Background: an optimization exercise with open tools, aiming at small area. Do not read the settings as production practice.
In this exercise RTL edits were held to simulation tests only and were not proved equivalent to the original.
No activity file was given, so power comes from the tool's default toggle rates. No driver is modelled on the clock port, so clocking that relies on it looks cheaper here than on a real chip.

run a:
Design sinc_dec_channel, start of the top module:
module sinc_dec_channel (
    input  wire        clk,
    input  wire        rst,         
    input  wire        restart,     
    input  wire        sinc4,       
    input  wire [10:0] osr,         
    input  wire [15:0] ofs,         
    input  wire [15:0] gain,        
    input  wire        md_valid,    
    input  wire        md_bit,      
    output reg         out_valid,
    output wire [15:0] out_value,
    output wire        out_ok,      
    output wire [3:0]  out_settle,
    output wire        out_clip,
    output wire [3:0]  out_seq
);
    function [6:0] add6(input [5:0] a, input [5:0] b, input c);
        integer i;
        reg cc;
        begin
            cc = c;
            for (i = 0; i < 6; i = i + 1) begin
                add6[i] = a[i] ^ b[i] ^ cc;
                cc = (a[i] & b[i]) | (cc & (a[i] ^ b[i]));
            end
            add6[6] = cc;
        end
    endfunction
    function [11:0] add11(input [10:0] a, input [10:0] b, input c);
        integer i;
        reg cc;
        begin
            cc = c;
            for (i = 0; i < 11; i = i + 1) begin
                add11[i] = a[i] ^ b[i] ^ cc;
                cc = (a[i] & b[i]) | (cc & (a[i] ^ b[i]));
            end
            add11[11] = cc;
        end
    endfunction
    function [19:0] add20(input [19:0] a, input [19:0] b, input c);
        integer i;
        reg cc;
        begin
            cc = c;
            for (i = 0; i < 20; i = i + 1) begin
                add20[i] = a[i] ^ b[i] ^ cc;
                cc = (a[i] & b[i]) | (cc & (a[i] ^ b[i]));
            end
        end
    endfunction
    function [22:0] inc23(input [22:0] a, input c1, input c0);
        integer i;
        reg cc;
        begin
            inc23[0] = a[0] ^ c0;
            cc = a[0] & c0;
            inc23[1] = a[1] ^ c1 ^ cc;
            cc = (a[1] & c1) | (cc & (a[1] ^ c1));
            for (i = 2; i < 23; i = i + 1) begin
                inc23[i] = a[i] ^ cc;
                cc = a[i] & cc;
            end
        end
    endfunction
    function [9:0] dec10(input [9:0] a);
        integer i;
        reg bb;
        begin
            bb = 1'b1;
            for (i = 0; i < 10; i = i + 1) begin
                dec10[i] = a[i] ^ bb;
                bb = ~a[i] & bb;
            end
        end
    endfunction
    function [6:0] inc7(input [6:0] a);
  ...
Size in the first run: roughly 1400 cells after synthesis, about 480 flip-flops, about 76 I/O pins, roughly 17000 um^2 of cells after synthesis.
==> flow/config.mk <==
export PLATFORM = sky130hd
export DESIGN_NAME = sinc_dec_channel
export DESIGN_NICKNAME = sinc_dec_channel
export VERILOG_FILES = /design/flow/design.v
export SDC_FILE = /design/flow/constraint.sdc
export NUM_CORES = 4
export LEC_CHECK = 0
export CAP_MARGIN = 20
export CORE_MARGIN = 2
export CORE_UTILIZATION = 60
export SLEW_MARGIN = 20
==> flow/constraint.sdc <==
create_clock -name core_clock -period 10.0 [get_ports {clk}]
set_input_delay 2.0000 -clock core_clock [delete_from_list [all_inputs] [get_ports {clk}]]
set_output_delay 2.0000 -clock core_clock [all_outputs]
set_load 0.01 [all_outputs]
standard.sh (not shown) runs the stock make flow with config.mk's settings and CLKGATE_MAP_FILE= SYNTH_SCRIPT=/design/flow/synth_recipe.tcl, a recipe that flattens the netlist after the stock synthesis.
==> flow/flow/run.sh <==
#!/bin/bash
# Standard ORFS flow, with single-drive port buffers and a leaner clock tree.
bash standard.sh \
  "BUFFER_PORTS_ARGS=-buffer_cell sky130_fd_sc_hd__buf_1" \
  "CTS_ARGS=-sink_clustering_enable -repair_clock_nets -sink_clustering_size 30 -sink_clustering_max_diameter 150 -buf_list sky130_fd_sc_hd__clkbuf_16 -dont_use_dummy_load -root_buf sky130_fd_sc_hd__clkbuf_4" \
  finish > standard_run.log 2>&1
#### Input delta (run b over run a)
==> flow/flow/run.sh <==
#!/bin/bash
# Standard ORFS flow, with single-drive port buffers and a leaner clock tree.
bash standard.sh \
  "BUFFER_PORTS_ARGS=-buffer_cell sky130_fd_sc_hd__buf_1" \
  "CTS_ARGS=-sink_clustering_enable -repair_clock_nets -sink_clustering_size 32 -sink_clustering_max_diameter 100 -buf_list sky130_fd_sc_hd__clkbuf_16 -dont_use_dummy_load -root_buf sky130_fd_sc_hd__clkbuf_4" \
  finish > standard_run.log 2>&1
[summary]
- Any difference in core utilization of the finished layout between run a and run b is small enough to ignore.
- Diff run b and run a: clock share of power lower in run b
- Delta (run b minus run a): worst setup skew after layout went down, total design power went down, signed area change from the synthesized netlist to the final layout did not really move, clock period minus final worst setup slack went up.
- Between run b and run a, the difference in via count is negligible.
- When run b is measured against run a, its via density per instance turns out 0.017 higher.
- For post-route cell area, run b and run a come out practically identical.
- Clock sink total: run a vs run b identical
- Routed wire length of run b is on par with run a.

* * *

Another version of the RTL of sinc_dec_channel (not shown whole).
Size in the first run: roughly 1,400 cells after synthesis, ~480 flip-flops, ~0.017 mm2 of cells after synthesis.
export LEC_CHECK = 0
export CAP_MARGIN = 20
export CORE_MARGIN = 2
export CORE_UTILIZATION = 60
export SLEW_MARGIN = 20
create_clock -name core_clock -period 10.0 [get_ports {clk}]
==> flow/flow/run.sh <==
#!/bin/bash
# Standard ORFS flow, with single-drive port buffers and a leaner clock tree.
bash standard.sh \
  "BUFFER_PORTS_ARGS=-buffer_cell sky130_fd_sc_hd__buf_1" \
  "CTS_ARGS=-sink_clustering_enable -repair_clock_nets -sink_clustering_size 30 -sink_clustering_max_diameter 150 -buf_list sky130_fd_sc_hd__clkbuf_16 -dont_use_dummy_load" \
  finish > standard_run.log 2>&1
Change:
==> flow/flow/run.sh (replaced) <==
#!/bin/bash
# Standard ORFS flow, with single-drive port buffers and a leaner clock tree.
bash standard.sh \
  "BUFFER_PORTS_ARGS=-buffer_cell sky130_fd_sc_hd__buf_1" \
  "CTS_ARGS=-sink_clustering_enable -repair_clock_nets -sink_clustering_size 30 -sink_clustering_max_diameter 150 -buf_list sky130_fd_sc_hd__clkbuf_16 -dont_use_dummy_load -root_buf sky130_fd_sc_hd__clkbuf_4" \
  finish > standard_run.log 2>&1
The changed run passed the timing, design-rule and antenna checks.
Register-to-register slack barely changes.
Area after synthesis does not change.
Wire length barely changes.
Clock skew is higher by 0.036 ns.
Design area barely changes.
Final cell count stays flat.
Global-route usage hardly moves.
Setup slack gains 0.013 ns.
Change:
==> flow/flow/run.sh (replaced) <==
#!/bin/bash
# Standard ORFS flow, with single-drive port buffers and a leaner clock tree.
bash standard.sh \
  "BUFFER_PORTS_ARGS=-buffer_cell sky130_fd_sc_hd__buf_1" \
  "CTS_ARGS=-sink_clustering_enable -repair_clock_nets -sink_clustering_size 30 -sink_clustering_max_diameter 150 -buf_list sky130_fd_sc_hd__clkbuf_16 -dont_use_dummy_load -root_buf sky130_fd_sc_hd__clkbuf_4 -tree_buf sky130_fd_sc_hd__clkbuf_4" \
  finish > standard_run.log 2>&1
=> Utilization is unchanged. Sequential share of layout area is unchanged. Clock power stays flat.

-- what the ideal ports hide --
The flow's constraints put no driver on any port. The routed layouts listed below were extracted and timed again, unchanged, in two steps.
Step 1, drivers: a clkbuf_16 drives clk and a buf_2 each remaining input, both assumed.
Step 2 moves the port delays by t, midway between the first and last clock arrival at a register: inputs arrive t later, outputs are due t later. That takes back most of the time a late clock gives input paths.
Three values: ideal ports, drivers, drivers and shift; two values: the first two.
run | t (ns) | slack for setup (ns) | slew at the worst register clock pin (ns) | worst data-port slew with drivers (ns) | cell pins on the clock port's net
run a | 0.777 | 1.583 / 1.539 / 1.729 | 0.12 / 0.12 | 0.07 | 1
run b | 0.774 | 1.577 / 1.534 / 1.749 | 0.12 / 0.12 | 0.07 | 1
the first run of note 2 | 0.567 | 0.841 / 0.841 / 0.841 | 0.12 / 0.12 | 0.04 | 1
the second run of note 2 | 0.770 | 0.854 / 0.854 / 0.854 | 0.12 / 0.12 | 0.04 | 1
the third run of note 2 | 0.770 | 0.854 / 0.854 / 0.854 | 0.12 / 0.12 | 0.04 | 1
After both steps setup and hold are still met in every run listed.
